Source: an optimization exercise on an open RTL-to-GDS flow (aim: small area and a short achievable clock period). Production flows keep margins and buffers that such runs may drop. Function was checked by simulation only, so behaviour that the tests miss may differ from the original. Power and IR drop assume default switching activity.

## red
## windlass_mac
module windlass_mac (
    input  wire        clk,
    input  wire        rst,
    input  wire        in_valid,
    input  wire        in_last,
    input  wire [31:0] in_a,
    input  wire [31:0] in_s,
    output reg         out_valid,
    output reg  [63:0] out_c
);
Size in the first run: about 3100 cells after synthesis, roughly 360 flip-flops, about 130 I/O pins, ~33000 um2 of cells after synthesis.
clock: 11.0 ns
lec_check: 0
cap_margin: 20
core_margin: 2
core_utilization: 40
slew_margin: 20
synth_hierarchical: 1
synth_minimum_keep_size: 0
standard.sh (not shown) runs the stock make flow with config.mk's settings and CLKGATE_MAP_FILE= SYNTH_SCRIPT=/design/flow/synth_recipe.tcl, a recipe that flattens the netlist after the stock synthesis.
==> flow/flow/run.sh <==
#!/bin/bash
# Layout flow: the standard synthesis, unchanged, then the standard ORFS
# steps (floorplan to finish) with different repair settings:
#   - timing repair aims at the setup margin in flow/margin.txt, so that the
#     resizer works the design towards a shorter period than the clock's;
#   - extra make variables from flow/args.txt, one per line (resizer and port-buffer
#     options).
# The clock, the SDC and the design are the standard flow's. Each step's full output is
# in orfs/logs/ (ORFS's own logs) and in synth.log / layout.log here.
set -uo pipefail
MARGIN=$(cat flow/margin.txt)
mapfile -t EXTRA < flow/args.txt
bash standard.sh synth > synth.log 2>&1 || exit 1
bash standard.sh SETUP_SLACK_MARGIN=$MARGIN TNS_END_PERCENT=100 "${EXTRA[@]}" finish > layout.log 2>&1
==> flow/flow/args.txt <==
MATCH_CELL_FOOTPRINT=0
BUFFER_PORTS_ARGS=-buffer_cell sky130_fd_sc_hd__buf_2
==> flow/flow/margin.txt <==
7.5
Both conditions hold for red: the flow ran to the end and the final layout passed the timing, DRC and antenna checks.
> inputs changed (red -> blue)
Settings: CORE_UTILIZATION changed from 40 to 55.
==> flow/flow/run.sh <==
#!/bin/bash
# Layout flow: the standard synthesis, unchanged, then the standard ORFS
# steps (floorplan to finish) with different repair settings:
#   - up to and including CTS, timing repair aims at the setup margin in
#     flow/margin.txt, so that the resizer works the design towards a shorter
#     period than the clock's; after CTS (global route onwards) it aims at the
#     margin in flow/margin_route.txt;
#   - extra make variables from flow/args.txt, one per line (resizer and
#     port-buffer options).
# The clock, the SDC and the design are the standard flow's. Each step's full output is
# in orfs/logs/ (ORFS's own logs) and in synth.log / cts.log / layout.log here.
set -uo pipefail
MARGIN=$(cat flow/margin.txt)
MARGIN_ROUTE=$(cat flow/margin_route.txt)
mapfile -t EXTRA < flow/args.txt
bash standard.sh synth > synth.log 2>&1 || exit 1
bash standard.sh SETUP_SLACK_MARGIN=$MARGIN TNS_END_PERCENT=100 "${EXTRA[@]}" cts > cts.log 2>&1 || exit 1
bash standard.sh SETUP_SLACK_MARGIN=$MARGIN_ROUTE TNS_END_PERCENT=100 "${EXTRA[@]}" finish > layout.log 2>&1
==> flow/flow/margin_route.txt (new file) <==
0
Findings:
- Routed wire in blue totals less than in red.
- blue vs. red: switching share of total power shows a reduction of 0.65 points; number of non-clock buffers in the layout shows a reduction of 105.
- red leaves more setup margin than blue.
- NOTE area used by sequential logic in the layout red->blue decreased slightly
- Compare blue and red | total number of nets in the final design lower: blue
- Per the comparison of blue with red, power -0.62%; part of the power in the clock network +1.2 points.
- Going from red to blue, sequential share of cell area went up by 1.1 points; synthesized cell count shows no meaningful change; maximum ir drop on the vdd rail rose by 13%.
> inputs changed (blue -> green)
Settings: changing CORE_UTILIZATION from 55 to 40.
==> results.txt <==
- green | stages: all done | timing, DRC, antenna: all pass
- green: final critical-path share of the clock period higher than blue
- blue -> green: number of placed instances with taps included increased by a little under 10%
- green — synthesis-to-layout area growth 0.34 points higher, blue as reference
For orange, these inputs were changed with respect to green:
==> flow/flow/margin.txt <==
7.65
### Flow results
Every stage of the flow completed for orange, and the final layout passed the timing, DRC and antenna checks.
Largest clock skew in the final design for orange: 15 ps up relative to green
Summary of the comparison: global-route wire length before repair is higher in orange, relative to green.
Compared orange vs green, and via count normalized by instance count is down in orange.
Slowest stage cell on the critical path = sky130_fd_sc_hd__dfxtp_2: green; slowest stage cell on the critical path = sky130_fd_sc_hd__fa_2: orange

========
Another version of the RTL of windlass_mac (not shown whole).
Size in the first run: ~130 I/O pins.
==> flow/config.mk <==
export PLATFORM = sky130hd
export DESIGN_NAME = windlass_mac
export DESIGN_NICKNAME = windlass_mac
export VERILOG_FILES = /design/flow/design.v
export SDC_FILE = /design/flow/constraint.sdc
export NUM_CORES = 4
export LEC_CHECK = 0
export CAP_MARGIN = 20
export CORE_MARGIN = 2
export CORE_UTILIZATION = 40
export SLEW_MARGIN = 20
export SYNTH_HIERARCHICAL = 1
export SYNTH_MINIMUM_KEEP_SIZE = 0
==> flow/constraint.sdc <==
create_clock -name core_clock -period 11.0 [get_ports {clk}]
set_input_delay 2.2000 -clock core_clock [delete_from_list [all_inputs] [get_ports {clk}]]
set_output_delay 2.2000 -clock core_clock [all_outputs]
set_load 0.01 [all_outputs]
==> flow/flow/run.sh <==
#!/bin/bash
# Layout flow: the standard synthesis, unchanged, then the standard ORFS
# steps (floorplan to finish) with timing repair aimed at a setup margin, so
# that the resizer works the design towards a shorter period than the clock's.
# The clock, the SDC and the design are the standard flow's. Each step's full output is in
# orfs/logs/ (ORFS's own logs) and in synth.log / layout.log here.
set -uo pipefail
MARGIN=$(cat flow/margin.txt)
bash standard.sh synth > synth.log 2>&1 || exit 1
bash standard.sh SETUP_SLACK_MARGIN=$MARGIN TNS_END_PERCENT=100 finish > layout.log 2>&1
==> flow/flow/margin.txt <==
7.3
Then changed:
==> flow/flow/margin.txt (replaced) <==
7.6
After rerunning: Area after synthesis does not change. Total power goes up by 5.6%. Flip-flop and latch count stays the same. Synthesized cell count does not change. Global-route usage goes up by 7.0 points. Die area stays the same. Worst hold slack hardly moves. Setup slack loses 0.17 ns.
Then changed:
==> flow/flow/run.sh (replaced) <==
#!/bin/bash
# Layout flow: the standard synthesis, unchanged, then the standard ORFS
# steps (floorplan to finish) with different repair settings:
#   - up to and including CTS, timing repair aims at the setup margin in
#     flow/margin.txt, so that the resizer works the design towards a shorter
#     period than the clock's; after CTS (global route onwards) it aims at the
#     margin in flow/margin_route.txt;
#   - extra make variables from flow/args.txt, one per line (resizer and
#     port-buffer options).
# The clock, the SDC and the design are the standard flow's. Each step's full output is
# in orfs/logs/ (ORFS's own logs) and in synth.log / cts.log / layout.log here.
set -uo pipefail
MARGIN=$(cat flow/margin.txt)
MARGIN_ROUTE=$(cat flow/margin_route.txt)
mapfile -t EXTRA < flow/args.txt
bash standard.sh synth > synth.log 2>&1 || exit 1
bash standard.sh SETUP_SLACK_MARGIN=$MARGIN TNS_END_PERCENT=100 "${EXTRA[@]}" cts > cts.log 2>&1 || exit 1
bash standard.sh SETUP_SLACK_MARGIN=$MARGIN_ROUTE TNS_END_PERCENT=100 "${EXTRA[@]}" finish > layout.log 2>&1
==> flow/flow/args.txt (new file) <==
MATCH_CELL_FOOTPRINT=0
BUFFER_PORTS_ARGS=-buffer_cell sky130_fd_sc_hd__buf_2
==> flow/flow/margin.txt (replaced) <==
7.4
==> flow/flow/margin_route.txt (new file) <==
0
Effect:
- routed wire length drops by 20%
- first-iteration DRC count drops by 36%
- sequential cell count stays the same
- setup slack gets better by 0.18 ns
- global-route usage drops by 5.5 points
- power drops by about 9%
- final cell count drops by about 5%
- sequential share of layout area climbs by 1.9 points
- maximum frequency climbs by 4.8%
- non-clock buffer count drops by 218
- die area does not change
Then changed:
==> flow/flow/run.sh (replaced) <==
#!/bin/bash
# Layout flow: the standard synthesis, unchanged, then the standard ORFS
# steps (floorplan to finish) with different repair settings:
#   - timing repair aims at the setup margin in flow/margin.txt, so that the
#     resizer works the design towards a shorter period than the clock's;
#   - extra make variables from flow/args.txt, one per line (resizer and port-buffer
#     options).
# The clock, the SDC and the design are the standard flow's. Each step's full output is
# in orfs/logs/ (ORFS's own logs) and in synth.log / layout.log here.
set -uo pipefail
MARGIN=$(cat flow/margin.txt)
mapfile -t EXTRA < flow/args.txt
bash standard.sh synth > synth.log 2>&1 || exit 1
bash standard.sh SETUP_SLACK_MARGIN=$MARGIN TNS_END_PERCENT=100 "${EXTRA[@]}" finish > layout.log 2>&1
removed: flow/flow/margin_route.txt
What happened: Register-to-register slack gets worse by 0.03 ns; cell count came out higher by 3.4%; critical path depth is higher by 1; routed wire length climbs by 15%; power goes up by 2.9%; via count goes up by 9.1%; die area stays the same.

========
Setup of run 1:
windlass_mac, a different RTL version from the one above (not shown whole).
For scale: about 3,200 cells after synthesis, about 390 flip-flops, about 130 I/O pins.
## windlass_mac
module windlass_mac (
    input  wire        clk,
    input  wire        rst,
    input  wire        in_valid,
    input  wire        in_last,
    input  wire [31:0] in_a,
    input  wire [31:0] in_s,
    output reg         out_valid,
    output reg  [63:0] out_c
);
    wire [32:0] se = {in_s, 1'b0};
    wire        tv = in_valid & ~rst;
    reg  [31:0] a_r;
    reg  [15:0] x1_r, x2_r, ng_r;
    reg  [31:0] an_r;
    reg  [15:0] x1n_r, x2n_r, ngn_r;
    reg         l0;
    integer j;
    always @(posedge clk) begin
        a_r <= in_a;
        an_r <= ~in_a;
        l0  <= tv & in_last;
        for (j = 0; j < 16; j = j + 1) begin
            x1_r[j] <= tv & (se[2*j+1] ^ se[2*j]);
            x2_r[j] <= tv & ((se[2*j+2] & ~se[2*j+1] & ~se[2*j]) | (~se[2*j+2] & se[2*j+1] & se[2*j]));
            ng_r[j] <= tv & se[2*j+2];
            x1n_r[j] <= ~(tv & (se[2*j+1] ^ se[2*j]));
            x2n_r[j] <= ~(tv & ((se[2*j+2] & ~se[2*j+1] & ~se[2*j]) | (~se[2*j+2] & se[2*j+1] & se[2*j])));
            ngn_r[j] <= ~(tv & se[2*j+2]);
        end
    end
    wire [33:0] ae = {a_r[31], a_r, 1'b0};   
    wire [33:0] aen = {an_r[31], an_r, 1'b1};   
    wire [32:0] pp0;
    wire [32:0] pp1;
    wire [32:0] pp2;
    wire [32:0] pp3;
    wire [32:0] pp4;
    wire [32:0] pp5;
    wire [32:0] pp6;
    wire [32:0] pp7;
    wire [32:0] pp8;
  ...
Settings: LEC_CHECK=0, CAP_MARGIN=20, CORE_MARGIN=2, CORE_UTILIZATION=40, SLEW_MARGIN=20, SYNTH_HIERARCHICAL=1, SYNTH_MINIMUM_KEEP_SIZE=0; clock period 11.0 ns.
==> flow/flow/run.sh <==
#!/bin/bash
# Layout flow: the standard synthesis, unchanged, then the standard ORFS
# steps (floorplan to finish) with different repair settings:
#   - up to and including CTS, timing repair aims at the setup margin in
#     flow/margin.txt, so that the resizer works the design towards a shorter
#     period than the clock's; after CTS (global route onwards) it aims at the
#     margin in flow/margin_route.txt;
#   - extra make variables from flow/args.txt, one per line (resizer and
#     port-buffer options).
# The clock, the SDC and the design are the standard flow's. Each step's full output is
# in orfs/logs/ (ORFS's own logs) and in synth.log / cts.log / layout.log here.
set -uo pipefail
MARGIN=$(cat flow/margin.txt)
MARGIN_ROUTE=$(cat flow/margin_route.txt)
mapfile -t EXTRA < flow/args.txt
bash standard.sh synth > synth.log 2>&1 || exit 1
bash standard.sh SETUP_SLACK_MARGIN=$MARGIN TNS_END_PERCENT=100 "${EXTRA[@]}" cts > cts.log 2>&1 || exit 1
bash standard.sh SETUP_SLACK_MARGIN=$MARGIN_ROUTE TNS_END_PERCENT=100 "${EXTRA[@]}" finish > layout.log 2>&1
==> flow/flow/args.txt <==
MATCH_CELL_FOOTPRINT=0
BUFFER_PORTS_ARGS=-buffer_cell sky130_fd_sc_hd__buf_2
==> flow/flow/margin.txt <==
7.6
==> flow/flow/margin_route.txt <==
0
Here is what was changed in the inputs of run 2 compared with run 1.
==> flow/flow/margin_route.txt <==
7.45
Results
- Going from run 1 to run 2, count of clock-net buffers in the final layout barely changed; time the worst path needs with I/O delays and setup -0.014 ns; non-clock buffer count now sits higher; clock network contribution to total cell area barely changed; final-layout worst hold slack down 0.0079 ns.
- Register fraction of the total cell area of run 1 is on par with run 2.
- Run 1 → run 2: number of cells in the finished layout apart from fillers shows no meaningful change, cell area flat, area taken by flip-flops and latches roughly the same.
## Diff of input files: run 3 against run 2
- swapping 40 for 55 in CORE_UTILIZATION
- putting CTS_CLUSTER_SIZE at 24 where nothing was set
==> flow/flow/margin_route.txt <==
0
Global-route usage: run 3 vs run 2 up 8.0 points. Summary: with run 2 as the reference, clock tree buffer count of the final layout in run 3 moved up slightly. Cmp run 2 and run 3 / final area / higher: run 2. | maximum clock rate | run 3 vs run 2 | ≈ equal |. Total wirelength of the detailed-routed design in run 3 vs run 2: down 3.0%. Run 3 gives less count of instances resized after the clock tree is built than run 2 did. Lower wire length of the first global-routing pass among run 2 and run 3: run 3. Post-route clock period utilization across run 2 and run 3: no real change. The final worst hold slack number comes out higher for run 2 vs run 3.
diff inputs: run 3 => run 4
- swapping 55 for 40 in CORE_UTILIZATION
- clearing CTS_CLUSTER_SIZE, which used to be 24
- putting CTS_BUF_LIST at sky130_fd_sc_hd__clkbuf_8 where nothing was set
==> comparison <==
- From run 3 to run 4 the numbers moved as follows: sequential share of layout area now smaller; transition time at the pin with the least slew margin now smaller.
- Part of the total power dissipated in combinational logic for run 4: 0.3 points up relative to run 3
- Diff run 4 and run 3: total power lower in run 3
- Looking at uppermost signal routing layer after detailed routing, the met5 result is from run 4; the met4 one comes from run 3.
- In the reports for run 4 and run 3, the larger relative contribution of the clock network to total power belongs to run 3.
- Global-route wire length before repair deteriorates in run 4 relative to run 3.
- Run 4 vs run 3: final cell count up by a little under 10%

afterwards: timing with drivers on the ports:
No port has a modelled driver above. Below, the same layouts with a new extraction and two added sets of constraints.
Step 1, drivers: a clkbuf_16 drives clk and a buf_2 each remaining input, both assumed.
Step 2 also shifts input and output timing later by t, the mid clock arrival at the registers, as if the neighbouring blocks saw the same clock.
a / b / c = no drivers / after step 1 / after step 2; a / b = the first two.
run	t, ns	setup slack, ns	worst setup path at the end	worst data-port slew with drivers (ns)	cell pins on the clock port's net
red	0.650	7.421 / 7.421 / 7.373	input to register	0.08	1
blue	0.642	7.358 / 7.358 / 7.335	input to register	0.06	1
green	0.651	7.339 / 7.339 / 7.339	register to register	0.08	1
orange	0.637	7.347 / 7.347 / 7.113	input to register	0.07	1
the first run of note 2	0.645	7.281 / 7.275 / 7.251	input to register	0.06	1
the second run of note 2	0.679	7.113 / 7.113 / 7.113	register to register	0.06	1
the third run of note 2	0.640	7.290 / 7.290 / 7.290	register to register	0.07	1
the fourth run of note 2	0.649	7.260 / 7.260 / 7.260	register to register	0.07	1
run 1	0.629	7.507 / 7.507 / 7.363	input to register	0.07	1
run 2	0.629	7.521 / 7.521 / 7.366	input to register	0.07	1
run 3	0.633	7.512 / 7.512 / 7.336	input to register	0.06	1
run 4	0.712	7.513 / 7.513 / 7.358	input to register	0.07	1
After both steps every run listed still meets setup and hold. The setup slack of orange, which loses most, moves by 0.000 ns with the drivers and by -0.234 ns with both steps.
